Context: an optimization exercise on an open-source flow, tuned for small area, a short achievable clock period and few clock cycles per item. The choices shown serve that exercise and are no tape-out recipe.
Where RTL was checked, it was by simulation tests only, not by an equivalence proof against the original.
Power and IR drop assume default switching activity.

== 01-23 ==
## rhalo_narrow
module rhalo_narrow (
    input  wire        clk,
    input  wire        rst,
    input  wire        in_valid,
    output wire        in_ready,
    input  wire [31:0] in_data,
    input  wire [3:0]  cfg_src,
    input  wire [3:0]  cfg_dst,
    input  wire [1:0]  cfg_rnd,
    input  wire [7:0]  cfg_es,
    input  wire [31:0] cfg_seed,
    input  wire [63:0] cfg_index,
    output wire        out_valid,
    input  wire        out_ready,
    output wire [15:0] out_t,
    output wire [24:0] out_r,
    output wire        out_esat,
    output wire        out_last,
    output wire [4:0]  out_k,
    output wire [7:0]  out_et,
    output wire        out_esc,
    output wire        out_sat,
    output wire        out_err
);
==> flow/config.mk <==
export PLATFORM = sky130hd
export DESIGN_NAME = rhalo_narrow
export DESIGN_NICKNAME = rhalo_narrow
export VERILOG_FILES = /design/flow/design.v
export SDC_FILE = /design/flow/constraint.sdc
export NUM_CORES = 4
export LEC_CHECK = 0
export CAP_MARGIN = 20
export CORE_MARGIN = 2
export CORE_UTILIZATION = 40
export CTS_BUF_LIST = sky130_fd_sc_hd__clkbuf_16
export CTS_CLUSTER_DIAMETER = 100
export CTS_CLUSTER_SIZE = 30
export SLEW_MARGIN = 20
==> flow/constraint.sdc <==
create_clock -name core_clock -period 19.0 [get_ports {clk}]
set_input_delay 3.8000 -clock core_clock [delete_from_list [all_inputs] [get_ports {clk}]]
set_output_delay 3.8000 -clock core_clock [all_outputs]
set_load 0.01 [all_outputs]
standard.sh (not shown) runs the stock make flow with config.mk's settings and CLKGATE_MAP_FILE= SYNTH_SCRIPT=/design/flow/synth_recipe.tcl, a recipe that flattens the netlist after the stock synthesis.
==> flow/flow/run.sh <==
#!/bin/bash
# Standard ORFS layout (standard synthesis unchanged). Timing repair keeps a
# setup margin so that it shortens the design's paths, and the port buffers
# are plain buffers.
set -euo pipefail
bash standard.sh SETUP_SLACK_MARGIN=14 BUFFER_PORTS_ARGS="-buffer_cell sky130_fd_sc_hd__buf_2" finish > standard.log 2>&1
Testbench counts of 01-23, summed over its fixed seeds: cycles 65,808, items 2,048.
The inputs of 11-11 differ from those of 01-23 as listed below.
# 01-23
export LEC_CHECK = 0
export CAP_MARGIN = 20
export CORE_MARGIN = 2
export CORE_UTILIZATION = 40
export CTS_BUF_LIST = sky130_fd_sc_hd__clkbuf_16
export CTS_CLUSTER_DIAMETER = 100
export CTS_CLUSTER_SIZE = 30
export SLEW_MARGIN = 20
create_clock -name core_clock -period 19.0 [get_ports {clk}]
# 11-11
export LEC_CHECK = 0
export ABC_AREA = 1
export CAP_MARGIN = 20
export CORE_MARGIN = 2
export CORE_UTILIZATION = 65
export CTS_BUF_LIST = sky130_fd_sc_hd__clkbuf_16
export CTS_CLUSTER_DIAMETER = 100
export CTS_CLUSTER_SIZE = 25
export PLACE_DENSITY = 0.75
export SLEW_MARGIN = 20
create_clock -name core_clock -period 19.0 [get_ports {clk}]
--- a/flow/flow/run.sh
+++ b/flow/flow/run.sh
@@ -4,3 +4,3 @@
 # are plain buffers.
 set -euo pipefail
-bash standard.sh SETUP_SLACK_MARGIN=14 BUFFER_PORTS_ARGS="-buffer_cell sky130_fd_sc_hd__buf_2" finish > standard.log 2>&1
+bash standard.sh SETUP_SLACK_MARGIN=13.8 BUFFER_PORTS_ARGS="-buffer_cell sky130_fd_sc_hd__buf_1" finish > standard.log 2>&1
--- outcome ---
11-11 reports a lower power in sequential cells than 01-23 does.
Per the comparison of 11-11 with 01-23, non-clock buffer share of cell area saw an increase, worst setup slack saw a decrease.
Post-route core utilization, 11-11 and 01-23, lower one = 01-23.
Summary of 11-11 over 01-23: aggregate routed wire length went up, number of nets in the synthesized netlist now larger, overall power consumption went down by 0.13 mW, relative slew slack decreased by 3.3 points relative to the old numbers, layout buffer count excluding clock buffers increased by 76 relative to the old numbers.
Compared with 01-23, 11-11 shows maximum number of pins on one net before global-route repair that has gone up by more than 10%.
Diff 01-23 -> 11-11 | share of final-layout standard cells stronger than drive strength 1 | decrease of 0.94 points

---

## before
Another version of the RTL of rhalo_narrow (not shown whole).
Size in the first run: roughly 3500 cells after synthesis, roughly 1400 flip-flops, roughly 210 I/O pins, about 0.044 sq mm of cells after synthesis.
Settings: LEC_CHECK=0, CAP_MARGIN=20, CORE_MARGIN=2, CORE_UTILIZATION=40, SLEW_MARGIN=20; clock period 19.0 ns.
==> flow/flow/run.sh <==
#!/bin/bash
# Standard ORFS layout (standard synthesis unchanged), with timing repair
# asked to keep a setup margin so that it shortens the design's paths.
set -euo pipefail
bash standard.sh SETUP_SLACK_MARGIN=13 finish > standard.log 2>&1
#### Input delta (after over before)
==> flow/run.sh (new file) <==
#!/bin/bash
# synth_recipe.tcl (not shown) runs the flow's synth.tcl, then flattens the netlist and writes it again
# the make line also repeats each setting of config.mk as NAME=value (left out here)
make -C /OpenROAD-flow-scripts/flow DESIGN_CONFIG=/design/flow/config.mk WORK_HOME=/design/flow/orfs CLKGATE_MAP_FILE= SYNTH_SCRIPT=/design/flow/synth_recipe.tcl finish
removed: flow/flow/run.sh
removed: flow/standard.sh
Notes after the runs:
Looking at worst hold slack, after sits 7.8 ps below before. Sort before and after by time the final worst path needs with I/O delays and setup, descending, and after comes first. Of the two values seen for library cell contributing the largest single delay on the critical path, sky130_fd_sc_hd__and2_1 was produced by after and sky130_fd_sc_hd__clkdlybuf4s50_1 by before. Comparing after against before, there is no change at all in count of different cell masters after synthesis. The final non-filler cell total was comparable across before and after. The final design utilization was comparable across before and after.
No functional check of the RTL was part of any run of this note.

---

rhalo_narrow, a different RTL version from the one above (not shown whole).
Size: ~1400 flip-flops, roughly 43000 µm² of cells after synthesis.
Settings: LEC_CHECK=0, CAP_MARGIN=20, CORE_MARGIN=2, CORE_UTILIZATION=65, CTS_BUF_LIST=sky130_fd_sc_hd__clkbuf_16, CTS_CLUSTER_DIAMETER=100, CTS_CLUSTER_SIZE=25, PLACE_DENSITY=0.75, SLEW_MARGIN=20; clock period 19.0 ns.
==> flow/flow/run.sh <==
#!/bin/bash
# Standard ORFS layout (standard synthesis unchanged). Timing repair keeps a
# setup margin so that it shortens the design's paths, and the port buffers
# are plain buffers.
set -euo pipefail
bash standard.sh SETUP_SLACK_MARGIN=14.15 BUFFER_PORTS_ARGS="-buffer_cell sky130_fd_sc_hd__buf_1" finish > standard.log 2>&1
Testbench counts at the start, summed over its fixed seeds: cycles 65,808, items 2,048.
Edit:
--- a/flow/flow/run.sh
+++ b/flow/flow/run.sh
@@ -6 +6 @@
-bash standard.sh SETUP_SLACK_MARGIN=14.15 BUFFER_PORTS_ARGS="-buffer_cell sky130_fd_sc_hd__buf_1" finish > standard.log 2>&1
+bash standard.sh SETUP_SLACK_MARGIN=14 BUFFER_PORTS_ARGS="-buffer_cell sky130_fd_sc_hd__buf_1" finish > standard.log 2>&1
Outcome:
- worst setup slack is better by 14 ps
- final area is about the same
- total power goes down by 0.66%
- routed wire length hardly moves
- die area stays the same
- fmax is about the same
- synthesized cell count does not change
- critical path depth is unchanged
- clock-buffer cell count goes down by 1
- hold slack is better by 14 ps
- sequential power stays flat
Edit:
--- a/flow/flow/run.sh
+++ b/flow/flow/run.sh
@@ -6 +6 @@
-bash standard.sh SETUP_SLACK_MARGIN=14 BUFFER_PORTS_ARGS="-buffer_cell sky130_fd_sc_hd__buf_1" finish > standard.log 2>&1
+bash standard.sh SETUP_SLACK_MARGIN=13.8 BUFFER_PORTS_ARGS="-buffer_cell sky130_fd_sc_hd__buf_1" finish > standard.log 2>&1
Setup slack got worse by 34 ps.
Die area does not change.
Power hardly moves.
Critical path depth is unchanged.
Combinational power barely changes.
Via count fell by about 1.3%.
Wire length fell by about 2.2%.
Worst hold slack got worse by 4.6 ps.
Final area fell by about 0.6%.
Core utilization fell by 0.41 points.

---

rhalo_narrow, a different RTL version from the one above (not shown whole).
Size in the first run: about 1,400 flip-flops, about 210 I/O pins, about 45,000 um2 of cells after synthesis.
make LEC_CHECK=0 ABC_CLOCK_PERIOD_IN_PS=4000 CAP_MARGIN=20 CORE_MARGIN=2 CORE_UTILIZATION=40 SLEW_MARGIN=20 finish   # period 19.0 ns
run.sh (not shown) runs the stock make flow with config.mk's settings and CLKGATE_MAP_FILE= SYNTH_SCRIPT=/design/flow/synth_recipe.tcl, a recipe that flattens the netlist after the stock synthesis.
Stock flow here: none of the scripts above is used.
The starting point ran to the end with no violations.
Then changed:
- ABC_CLOCK_PERIOD_IN_PS: 4000 -> unset
Via count stays the same. Wire length does not change. Hold slack stays the same. Global-route usage does not change. Clock skew does not change.
Function was not checked in any run of this note: the RTL went through the layout flow alone.

---

rhalo_narrow with an RTL version that a note above also has.
Size in the first run: roughly 3400 cells after synthesis, ~1400 flip-flops, ~210 I/O pins, roughly 44000 µm² of cells after synthesis.
Design rhalo_narrow, start of the top module:
module rhalo_narrow (
    input  wire        clk,
    input  wire        rst,
    input  wire        in_valid,
    output wire        in_ready,
    input  wire [31:0] in_data,
    input  wire [3:0]  cfg_src,
    input  wire [3:0]  cfg_dst,
    input  wire [1:0]  cfg_rnd,
    input  wire [7:0]  cfg_es,
    input  wire [31:0] cfg_seed,
    input  wire [63:0] cfg_index,
    output wire        out_valid,
    input  wire        out_ready,
    output wire [15:0] out_t,
    output wire [24:0] out_r,
    output wire        out_esat,
    output wire        out_last,
    output wire [4:0]  out_k,
    output wire [7:0]  out_et,
    output wire        out_esc,
    output wire        out_sat,
    output wire        out_err
);
    localparam integer NS = 34;              
    localparam [31:0]  HC = 32'h9E37_79B1;   
    function [31:0] lfsr_step32;
        input [31:0] s;
        integer i;
        reg [31:0] v;
        begin
            v = s;
            for (i = 0; i < 32; i = i + 1)
                v = {v[30:0], v[31] ^ v[21] ^ v[1] ^ v[0]};
            lfsr_step32 = v;
        end
    endfunction
    function [31:0] sext_elem;
        input        s8;
        input        s16;
        input [31:0] d;
        begin
            sext_elem[7:0]   = d[7:0];
            sext_elem[15:8]  = s8 ? {8{d[7]}} : d[15:8];
            sext_elem[31:16] = s8 ? {16{d[7]}} : s16 ? {16{d[15]}} : d[31:16];
        end
    endfunction
    function [23:0] wide_therm;
        input [31:0] x;
        integer j;
        reg [30:0] e;
        reg        acc;
        begin
            e   = x[30:0] ^ {31{x[31]}};
            acc = 1'b0;
            wide_therm = 24'd0;
            for (j = 31; j >= 8; j = j - 1) begin
                acc = acc | e[j-1];
                wide_therm[j-8] = acc;
            end
        end
    endfunction
    function [4:0] therm_bin;
        input [23:0] t;
        integer b, m;
        reg [47:0] tx;
        begin
            tx = {24'd0, t};
            therm_bin = 5'd0;
            for (b = 0; b < 5; b = b + 1)
                for (m = 1; m <= 24; m = m + 1)
                    if (((m >> b) & 1) == 1 && ((m - 1) >> b) % 2 == 0)
                        therm_bin[b] = therm_bin[b] |
                            (t[m-1] & ~tx[m - 1 + (1 << b)]);
        end
    endfunction
  ...
==> flow/config.mk <==
export PLATFORM = sky130hd
export DESIGN_NAME = rhalo_narrow
export DESIGN_NICKNAME = rhalo_narrow
export VERILOG_FILES = /design/flow/design.v
export SDC_FILE = /design/flow/constraint.sdc
export NUM_CORES = 4
export LEC_CHECK = 0
export CAP_MARGIN = 20
export CORE_MARGIN = 2
export CORE_UTILIZATION = 40
export SLEW_MARGIN = 20
==> flow/constraint.sdc <==
create_clock -name core_clock -period 19.0 [get_ports {clk}]
set_input_delay 3.8000 -clock core_clock [delete_from_list [all_inputs] [get_ports {clk}]]
set_output_delay 3.8000 -clock core_clock [all_outputs]
set_load 0.01 [all_outputs]
standard.sh (not shown) runs the stock make flow with config.mk's settings and CLKGATE_MAP_FILE= SYNTH_SCRIPT=/design/flow/synth_recipe.tcl, a recipe that flattens the netlist after the stock synthesis.
==> flow/flow/run.sh <==
#!/bin/bash
# Standard ORFS layout (standard synthesis unchanged). Timing repair keeps a
# setup margin so that it shortens the design's paths, and the port buffers
# are plain buffers.
set -euo pipefail
bash standard.sh SETUP_SLACK_MARGIN=13 BUFFER_PORTS_ARGS="-buffer_cell sky130_fd_sc_hd__buf_4" finish > standard.log 2>&1
The baseline went through all stages and came out clean.
Testbench counts at the start, summed over its fixed seeds: cycles 65,808, items 2,048.
Then changed:
--- a/flow/flow/run.sh
+++ b/flow/flow/run.sh
@@ -6 +6 @@
-bash standard.sh SETUP_SLACK_MARGIN=13 BUFFER_PORTS_ARGS="-buffer_cell sky130_fd_sc_hd__buf_4" finish > standard.log 2>&1
+bash standard.sh SETUP_SLACK_MARGIN=13.8 BUFFER_PORTS_ARGS="-buffer_cell sky130_fd_sc_hd__buf_1" finish > standard.log 2>&1
- CORE_UTILIZATION: 40 -> 65
- CTS_BUF_LIST: unset -> sky130_fd_sc_hd__clkbuf_16
- CTS_CLUSTER_DIAMETER: unset -> 100
- CTS_CLUSTER_SIZE: unset -> 32
- PLACE_DENSITY: unset -> 0.75
The new run went through all stages and came out clean.
Worst setup slack is better by 0.57 ns.
Worst hold slack barely changes.
Non-clock buffer count grows by 9.
Synthesized area does not change.
Wire length climbs by 6.2%.
Then changed:
--- a/flow/flow/run.sh
+++ b/flow/flow/run.sh
@@ -6 +6 @@
-bash standard.sh SETUP_SLACK_MARGIN=13.8 BUFFER_PORTS_ARGS="-buffer_cell sky130_fd_sc_hd__buf_1" finish > standard.log 2>&1
+bash standard.sh SETUP_SLACK_MARGIN=14.5 BUFFER_PORTS_ARGS="-buffer_cell sky130_fd_sc_hd__buf_2" finish > standard.log 2>&1
- CTS_CLUSTER_SIZE: 32 -> 25
Result: Cell area grows by a few percent; routed wire length rises by roughly a tenth; core utilization went up by 4.7 points.
Then changed:
--- a/flow/flow/run.sh
+++ b/flow/flow/run.sh
@@ -6 +6 @@
-bash standard.sh SETUP_SLACK_MARGIN=14.5 BUFFER_PORTS_ARGS="-buffer_cell sky130_fd_sc_hd__buf_2" finish > standard.log 2>&1
+bash standard.sh SETUP_SLACK_MARGIN=14 BUFFER_PORTS_ARGS="-buffer_cell sky130_fd_sc_hd__buf_4" finish > standard.log 2>&1
- CTS_BUF_LIST: sky130_fd_sc_hd__clkbuf_16 -> unset
- CTS_CLUSTER_DIAMETER: 100 -> unset
- CTS_CLUSTER_SIZE: 25 -> unset
Wire length climbs by 7.7%.
Power climbs by 13%.
Via count climbs by 2.9%.
Non-clock buffer count drops by 98.
Die area is unchanged.
Synthesized cell count stays the same.
Combinational power stays flat.
Cell area climbs by 1.4%.

## what the ideal ports hide
How much do the figures lean on ideal ports? The routed layouts below were timed once more, with nothing changed but the port constraints. Step 1 sets driving cells, clkbuf_16 on the clock port and buf_2 on the other inputs (assumed; they add their load-dependent delay and slew). Step 2 adds t to the input delays and takes it off the output delays; t is the mean of the earliest and latest rising clock arrival at the registers after step 1. Input paths then give back, and output paths get back, about the clock's delay inside the block. Slacks: ideal ports / drivers / drivers and shift; pairs: ideal ports / drivers.
run | t (ns) | setup WS [ns] | worst setup path at the end | worst data-port slew with drivers (ns)
01-23 | 0.760 | 13.793 / 13.723 / 13.368 | input to register | 0.07
11-11 | 0.697 | 12.661 / 12.661 / 12.661 | register to register | 0.07
before | 0.794 | 13.104 / 13.154 / 12.359 | input to register | 0.10
after | 0.805 | 12.272 / 12.319 / 11.514 | input to register | 0.13
the first run of note 3 | 0.701 | 13.920 / 13.851 / 13.525 | input to register | 0.07
the second run of note 3 | 0.696 | 13.934 / 13.867 / 13.406 | input to register | 0.06
the third run of note 3 | 0.704 | 13.900 / 13.834 / 13.257 | input to register | 0.06
the first run of note 4 | 0.792 | 11.103 / 11.103 / 11.103 | register to register | 0.08
the second run of note 4 | 0.792 | 11.103 / 11.103 / 11.103 | register to register | 0.08
the first run of note 5 | 0.806 | 13.301 / 13.301 / 12.791 | input to register | 0.08
the second run of note 5 | 0.737 | 13.870 / 13.797 / 13.190 | input to register | 0.06
the third run of note 5 | 0.732 | 13.879 / 13.812 / 13.754 | input to register | 0.06
the fourth run of note 5 | 0.775 | 13.880 / 13.812 / 13.237 | input to register | 0.09
After both steps setup and hold are still met in every run listed. For after, which loses most, drivers alone change the setup slack by +0.047 ns; drivers and shift together by -0.758 ns.
